Source: an optimization exercise on an open RTL-to-GDS flow (aim: small area, a short achievable clock period and few clock cycles per item). Production flows keep margins and buffers that such runs may drop.

==> run a: inputs <==
==> flow/design.v <==
module gra_mac (
    input  wire         clk,
    input  wire         rst,
    input  wire         start,
    input  wire [6:0]   nwords,      
    input  wire [255:0] key,
    input  wire [63:0]  ctr,
    output wire         ready,
    input  wire         in_valid,
    input  wire [31:0]  in_data,
    output wire         in_ready,
    output wire         done,
    output wire [127:0] mac
);
    localparam integer S_IDLE = 0,
                       S_PRE  = 1,       
                       S_INIT = 2,       
                       S_RND  = 3,
                       S_ADD  = 4,       
                       S_ROT  = 5,       
                       S_WAIT = 6,       
                       S_DONE = 7;       
    function [31:0] bswap;
        input [31:0] x;
        bswap = {x[7:0], x[15:8], x[23:16], x[31:24]};
    endfunction
    function [31:0] rotr;
        input [31:0] x;
        input integer n;
        rotr = (x >> n) | (x << (32 - n));
    endfunction
    function [31:0] bsig0;
        input [31:0] x;
        bsig0 = rotr(x, 2) ^ rotr(x, 13) ^ rotr(x, 22);
    endfunction
    function [31:0] bsig1;
        input [31:0] x;
        bsig1 = rotr(x, 6) ^ rotr(x, 11) ^ rotr(x, 25);
    endfunction
    function [31:0] ssig0;
        input [31:0] x;
        ssig0 = rotr(x, 7) ^ rotr(x, 18) ^ (x >> 3);
    endfunction
    function [31:0] ssig1;
        input [31:0] x;
        ssig1 = rotr(x, 17) ^ rotr(x, 19) ^ (x >> 10);
    endfunction
    localparam [2047:0] KTAB = {
        32'h428a2f98, 32'h71374491, 32'hb5c0fbcf, 32'he9b5dba5,
        32'h3956c25b, 32'h59f111f1, 32'h923f82a4, 32'hab1c5ed5,
        32'hd807aa98, 32'h12835b01, 32'h243185be, 32'h550c7dc3,
        32'h72be5d74, 32'h80deb1fe, 32'h9bdc06a7, 32'hc19bf174,
        32'he49b69c1, 32'hefbe4786, 32'h0fc19dc6, 32'h240ca1cc,
        32'h2de92c6f, 32'h4a7484aa, 32'h5cb0a9dc, 32'h76f988da,
        32'h983e5152, 32'ha831c66d, 32'hb00327c8, 32'hbf597fc7,
        32'hc6e00bf3, 32'hd5a79147, 32'h06ca6351, 32'h14292967,
        32'h27b70a85, 32'h2e1b2138, 32'h4d2c6dfc, 32'h53380d13,
        32'h650a7354, 32'h766a0abb, 32'h81c2c92e, 32'h92722c85,
        32'ha2bfe8a1, 32'ha81a664b, 32'hc24b8b70, 32'hc76c51a3,
        32'hd192e819, 32'hd6990624, 32'hf40e3585, 32'h106aa070,
        32'h19a4c116, 32'h1e376c08, 32'h2748774c, 32'h34b0bcb5,
        32'h391c0cb3, 32'h4ed8aa4a, 32'h5b9cca4f, 32'h682e6ff3,
        32'h748f82ee, 32'h78a5636f, 32'h84c87814, 32'h8cc70208,
        32'h90befffa, 32'ha4506ceb, 32'hbef9a3f7, 32'hc67178f2};
    localparam [255:0] IV = {32'h6a09e667, 32'hbb67ae85, 32'h3c6ef372, 32'ha54ff53a,
                             32'h510e527f, 32'h9b05688c, 32'h1f83d9ab, 32'h5be0cd19};
    reg  [7:0]   st;          
    reg          outer;       
    reg          keyblk;      
    reg          opad;        
    reg          fin_blk;     
    reg          is_last;     
    reg  [5:0]   rnd;         
    reg  [3:0]   slot_r;      
    reg  [4:0]   have_r;      
    reg          nbrk;        
    reg  [7:0]   rem;         
    reg  [31:0]  w [0:15];    
    reg  [31:0]  a, b, c, d, e, f, g, h;
    reg  [31:0]  p;           
    reg  [31:0]  hv [0:7];    
    wire        in_idle  = st[S_IDLE];
    wire        in_pre   = st[S_PRE];
    wire        in_init  = st[S_INIT];
    wire        in_rnd   = st[S_RND];
    wire        in_add   = st[S_ADD];
    wire        in_rot   = st[S_ROT];
    wire        in_wait  = st[S_WAIT];
    wire        in_done  = st[S_DONE];
    wire        last_in  = !outer && is_last;
    assign done  = in_done;
    assign ready = in_idle || in_done;
    wire        cont     = !outer && !is_last;       
    wire        early    = in_rnd && (rnd <= 6'd12);
    wire        late     = (in_rnd && rnd[5]) || in_add;    
    reg         feed;         
    reg         newfeed;      
    reg  [3:0]  slot;
    always @(*) begin
        feed    = 1'b0;
        newfeed = 1'b0;
        slot    = 4'd0;
        if (in_idle || in_done) begin
            feed = 1'b1; newfeed = 1'b1; slot = 4'd0;
        end else if (in_pre) begin
            feed = 1'b1; slot = 4'd1;
        end else if (in_init) begin
            feed = 1'b1; slot = 4'd2;
        end else if (in_wait) begin
            feed = 1'b1; slot = slot_r;
        end else if (in_rot) begin
            feed = 1'b1; newfeed = (rnd[1:0] == 2'd0); slot = {2'b0, rnd[1:0]};
        end else if (early) begin
            feed = 1'b1; slot = rnd[3:0] + 4'd3;
        end else begin
            if (in_rnd && rnd == 6'd62 && cont) begin
                feed = 1'b1; newfeed = 1'b1; slot = 4'd0;
            end
            if (in_rnd && rnd == 6'd63 && (cont || last_in)) begin
                feed = 1'b1; newfeed = last_in; slot = {3'd0, cont};
            end
            if (in_add && (cont || last_in)) begin
                feed = 1'b1; slot = {2'd0, cont, last_in};
            end
        end
    end
    wire        f_key    = in_idle || in_pre || in_done || ((in_init || early) && keyblk) || (late && last_in);
    wire        f_opad   = outer || (late && last_in);       
    wire        f_ih     = in_rot || (early && fin_blk);
    wire [4:0]  have     = newfeed ? 5'd0 : have_r;
    wire [31:0] len_bits = 32'd768 + {20'd0, nwords, 5'd0};
    wire [31:0] pad      = (f_opad && !in_idle && !in_pre && !in_done) ? 32'h5c5c5c5c : 32'h36363636;
    wire        rem_pos  = !rem[7] && (rem != 8'd0);
    reg  [31:0] src_word;
    reg         src_in;       
    always @(*) begin
        src_word = 32'd0;
        src_in   = 1'b0;
        if (f_key) begin
            src_word = pad;
            if (!slot[3]) src_word = bswap(key[32*slot[2:0] +: 32]) ^ pad;
        end else if (f_ih) begin
            if (!slot[3])            src_word = hv[slot[2:0]];
            else if (slot == 4'd8)   src_word = 32'h80000000;
            else if (slot == 4'd15)  src_word = 32'd768;
        end else begin
            if (rem_pos) begin
                src_word = bswap(in_data);
                src_in   = 1'b1;
            end else if (rem == 8'd0)               src_word = bswap(ctr[31:0]);
            else if (rem == 8'hff)                  src_word = bswap(ctr[63:32]);
            else if (rem == 8'hfe)                  src_word = 32'h80000000;
            else if (slot == 4'd15 && rem != 8'hfd) src_word = len_bits;
        end
    end
    wire        want     = feed && ({1'b0, slot} == have);
    wire        avail    = !src_in || in_valid;
    wire        take     = want && avail;
    wire        miss     = want && !avail;
    wire        take_msg = take && !f_key && !f_ih;
    assign in_ready = want && src_in;
    wire [31:0] wq0   = ssig0(w[1]);
    wire [31:0] wq1   = ssig1(w[14]);
    wire [31:0] wx1   = w[0] ^ w[9] ^ wq0;
    wire [31:0] wy1   = {(w[0][30:0] & w[9][30:0]) | (w[0][30:0] & wq0[30:0]) | (w[9][30:0] & wq0[30:0]), 1'b0};
    wire [31:0] wx2   = wx1 ^ wy1 ^ wq1;
    wire [31:0] wy2   = {(wx1[30:0] & wy1[30:0]) | (wx1[30:0] & wq1[30:0]) | (wy1[30:0] & wq1[30:0]), 1'b0};
    wire [31:0] w_new = wx2 + wy2;
    reg  [31:0] tail;
    always @(*) begin
        if (take)
            tail = src_word;
        else if (feed)
            tail = w[0];              
        else
            tail = w_new;
    end
    wire        rot     = in_rot || (in_add && opad);
    reg  [1:0]  k;
    always @(*) begin
        if (in_rnd)      k = 2'd0 - rnd[1:0];
        else if (in_rot) k = 2'd2 - rnd[1:0];
        else if (rot)    k = 2'd3;
        else             k = 2'd0;
    end
    wire        ff_iv   = rot || keyblk;
    wire [31:0] hv_a    = ff_iv ? IV[255 - 32*k -: 32] : hv[k];
    wire [31:0] hv_e    = ff_iv ? IV[127 - 32*k -: 32] : hv[{1'b1, k}];
    wire [31:0] st_a    = rot ? d : (in_init ? 32'd0 : a);
    wire [31:0] st_e    = rot ? h : (in_init ? 32'd0 : e);
    wire [31:0] sum_a   = hv_a + st_a;
    wire [31:0] sum_e   = hv_e + st_e;
    wire        ld_iv   = in_init && keyblk;
    wire [31:0] ld1     = ld_iv ? IV[223:192] : hv[1];
    wire [31:0] ld2     = ld_iv ? IV[191:160] : hv[2];
    wire [31:0] ld3     = ld_iv ? IV[159:128] : hv[3];
    wire [31:0] ld5     = ld_iv ? IV[95:64]   : hv[5];
    wire [31:0] ld6     = ld_iv ? IV[63:32]   : hv[6];
    wire [31:0] ld7     = ld_iv ? IV[31:0]    : hv[7];
    wire [31:0] ch    = (e & f) ^ (~e & g);
    wire [31:0] maj   = (a & b) ^ (a & c) ^ (b & c);
    wire [31:0] s1    = bsig1(e);
    wire [31:0] s0    = bsig0(a);
    wire [31:0] x1    = p ^ s1 ^ ch;
    wire [31:0] y1    = {(p[30:0] & s1[30:0]) | (p[30:0] & ch[30:0]) | (s1[30:0] & ch[30:0]), 1'b0};
    wire [31:0] x2    = x1 ^ y1 ^ d;
    wire [31:0] y2    = {(x1[30:0] & y1[30:0]) | (x1[30:0] & d[30:0]) | (y1[30:0] & d[30:0]), 1'b0};
    wire [31:0] x3    = x1 ^ y1 ^ s0;
    wire [31:0] y3    = {(x1[30:0] & y1[30:0]) | (x1[30:0] & s0[30:0]) | (y1[30:0] & s0[30:0]), 1'b0};
    wire [31:0] x4    = x3 ^ y3 ^ maj;
    wire [31:0] y4    = {(x3[30:0] & y3[30:0]) | (x3[30:0] & maj[30:0]) | (y3[30:0] & maj[30:0]), 1'b0};
    wire [31:0] e_new = x2 + y2;
    wire [31:0] a_new = x4 + y4;
    wire        shift = in_rnd || rot;
    wire [5:0]  kidx  = in_rnd ? rnd + 6'd1 : 6'd0;
    wire [31:0] kval  = KTAB[2047 - 32*kidx -: 32];
    wire [31:0] hnext = shift ? g : ld7;
    wire [31:0] px    = hnext ^ kval ^ w[14];
    wire [31:0] py    = {(hnext[30:0] & kval[30:0]) | (hnext[30:0] & w[14][30:0]) | (kval[30:0] & w[14][30:0]), 1'b0};
    wire [31:0] p_new = px + py;
    integer i;
    always @(posedge clk) begin
        for (i = 0; i < 15; i = i + 1)
            w[i] <= w[i+1];
        w[15] <= tail;
        p <= p_new;
        a <= in_rnd ? a_new : sum_a;
        e <= in_rnd ? e_new : sum_e;
        if (shift) begin
            b <= a; c <= b; d <= c;
            f <= e; g <= f; h <= g;
        end else begin
            b <= ld1; c <= ld2; d <= ld3;
            f <= ld5; g <= ld6; h <= ld7;
        end
    end
    wire        ff_wr  = !opad && ((in_rnd && rnd >= 6'd61) || in_add);
    wire        h3_wr  = fin_blk && in_rnd && (rnd < 6'd4);       
    wire [31:0] bus_a  = h3_wr ? d : sum_a;
    wire [1:0]  wk     = h3_wr ? 2'd3 - rnd[1:0] : k;
    always @(posedge clk) begin
        if (ff_wr || h3_wr)
            hv[wk] <= bus_a;
        if (ff_wr)
            hv[{1'b1, k}] <= sum_e;
    end
    assign mac = {bswap(hv[3]), bswap(hv[2]), bswap(hv[1]), bswap(hv[0])};
    always @(posedge clk) begin
        if (feed) begin
            slot_r <= slot + 4'd1;
            have_r <= take ? have + 5'd1 : have;
        end else begin
            slot_r <= slot_r + 4'd1;
        end
        if (take_msg) begin
            rem <= rem - 8'd1;
            if (slot == 4'd15) is_last <= rem[7] && (rem <= 8'hfc);
        end
        if (rst) begin
            st    <= 8'd1 << S_IDLE;
            nbrk  <= 1'b0;
        end else begin
            st <= 8'd0;
            case (1'b1)
                in_idle: begin
                    st[start ? S_PRE : S_IDLE] <= 1'b1;
                end
                in_pre: begin
                    outer   <= 1'b0;
                    keyblk  <= 1'b1;
                    opad    <= 1'b0;
                    fin_blk <= 1'b0;
                    is_last <= 1'b0;
                    rem     <= {1'b0, nwords} + 8'd6;
                    nbrk    <= 1'b0;
                    st[S_INIT] <= 1'b1;
                end
                in_init: begin
                    rnd   <= 6'd0;
                    st[miss ? S_WAIT : S_RND] <= 1'b1;
                end
                in_wait: begin
                    st[(slot_r == 4'd1 && (have_r > 5'd1 || (have_r == 5'd1 && avail))) ? S_INIT : S_WAIT] <= 1'b1;
                end
                in_rnd: begin
                    rnd <= rnd + 6'd1;
                    if (rnd >= 6'd62 && miss) nbrk <= 1'b1;
                    if (early && miss)
                        st[S_WAIT] <= 1'b1;
                    else if (rnd == 6'd63)
                        st[S_ADD] <= 1'b1;
                    else
                        st[S_RND] <= 1'b1;
                end
                in_add: begin
                    rnd  <= 6'd0;
                    nbrk <= 1'b0;
                    if (fin_blk) begin
                        st[S_DONE] <= 1'b1;
                    end else if (opad) begin
                        keyblk  <= 1'b0;
                        opad    <= 1'b0;
                        fin_blk <= 1'b1;
                        st[S_ROT] <= 1'b1;
                    end else if (last_in) begin
                        outer   <= 1'b1;
                        keyblk  <= 1'b1;
                        opad    <= 1'b1;
                        st[S_INIT] <= 1'b1;
                    end else begin
                        keyblk  <= 1'b0;
                        st[(nbrk || miss) ? S_WAIT : S_RND] <= 1'b1;
                    end
                end
                in_rot: begin
                    rnd <= rnd + 6'd1;
                    if (rnd[1:0] == 2'd2) begin
                        rnd <= 6'd0;
                        st[S_RND] <= 1'b1;
                    end else begin
                        st[S_ROT] <= 1'b1;
                    end
                end
                in_done: begin
                    st[start ? S_PRE : S_IDLE] <= 1'b1;
                end
                default: st[S_IDLE] <= 1'b1;
            endcase
        end
    end
endmodule
==> flow/run.sh <==
#!/bin/bash
# synth_recipe.tcl (not shown) runs the flow's synth.tcl, then flattens the netlist and writes it again
# the make line also repeats each setting of config.mk as NAME=value (left out here)
make -C /OpenROAD-flow-scripts/flow DESIGN_CONFIG=/design/flow/config.mk WORK_HOME=/design/flow/orfs CLKGATE_MAP_FILE= SYNTH_SCRIPT=/design/flow/synth_recipe.tcl finish
==> flow/config.mk <==
export PLATFORM = sky130hd
export DESIGN_NAME = gra_mac
export DESIGN_NICKNAME = gra_mac
export VERILOG_FILES = /design/flow/design.v
export SDC_FILE = /design/flow/constraint.sdc
export NUM_CORES = 4
export LEC_CHECK = 0
export CAP_MARGIN = 20
export CORE_MARGIN = 2
export CORE_UTILIZATION = 40
export SETUP_SLACK_MARGIN = 3
export SLEW_MARGIN = 20
==> flow/constraint.sdc <==
create_clock -name core_clock -period 10.0 [get_ports {clk}]
set_input_delay 2.0000 -clock core_clock [delete_from_list [all_inputs] [get_ports {clk}]]
set_output_delay 2.0000 -clock core_clock [all_outputs]
set_load 0.01 [all_outputs]
==> run b: changes against run a <==
SETUP_SLACK_MARGIN = 5   (was 3)
==> run summary <==
----------------------------------------------------
[Outcome]
  Run status ... finished clean

[Cells and area]
  N_diodes ... 12
  Portion of the layout cell area used by clock cells ... 5.36%
  Multi-input combinational cell count ... 4843
  Final-layout clock buffer total ... 150

[Global routing]
  Grt met2 use ... 52.2%

[Worst setup path]
  Worst Path Max Fanout ... 26
  Critical path depth in cells ... 24

[Timing]
  Maximum clock skew at final layout ... 0.108 ns

[Placed design]
  Global placement routability congestion ... 0.995

----------------------------------------------------
The numbers above come from run b.

==> run summary <==
----------------------------------------------------
[Global routing]
  Largest net degree at the start of global routing ... 154
  Grt met2 use ... 51.2%

[Worst setup path]
  Worst Path Max Fanout ... 23
  Depth of the worst register-to-register path ... 24

[Timing]
  Maximum clock skew at final layout ... 0.0624 ns
  Tmin final ... 6.89 ns
  Max-slew violation count ... 0

[Hold path]
  Path type of the worst min-delay path ... register to register

[Cells and area]
  Portion of the layout cell area used by clock cells ... 5.45%
  N_diodes ... 14
  Multi-input combinational cell count ... 4832
  Final-layout clock buffer total ... 155

[Placed design]
  Global placement routability congestion ... 1.01

[Outcome]
  Run status ... finished clean

----------------------------------------------------
The numbers above come from run a.

Function was not checked in any run of this note: the RTL went through the layout flow alone.

-- what the ideal ports hide --
Ports are ideal in the flow. The routed layouts listed here were re-timed in OpenROAD. Step 1 assumes that a clkbuf_16 drives the clock port and a buf_2 every other input. Step 2 times the ports against the registers' clock, not the clock port: input delays grow and output delays shrink by t, the midpoint of the rising clock arrivals with the driver on. a / b / c = ideal / step 1 / step 2; a / b = the first two.
run	t (ns)	slack for setup (ns)	worst setup path at the end	worst data-port slew with drivers (ns)	pins driven straight from the clock port
run a	0.843	3.108 / 3.021 / 3.209	register to register	0.18	1
run b	0.855	4.240 / 4.240 / 4.240	register to register	0.17	1
After both steps setup and hold are still met in every run listed.
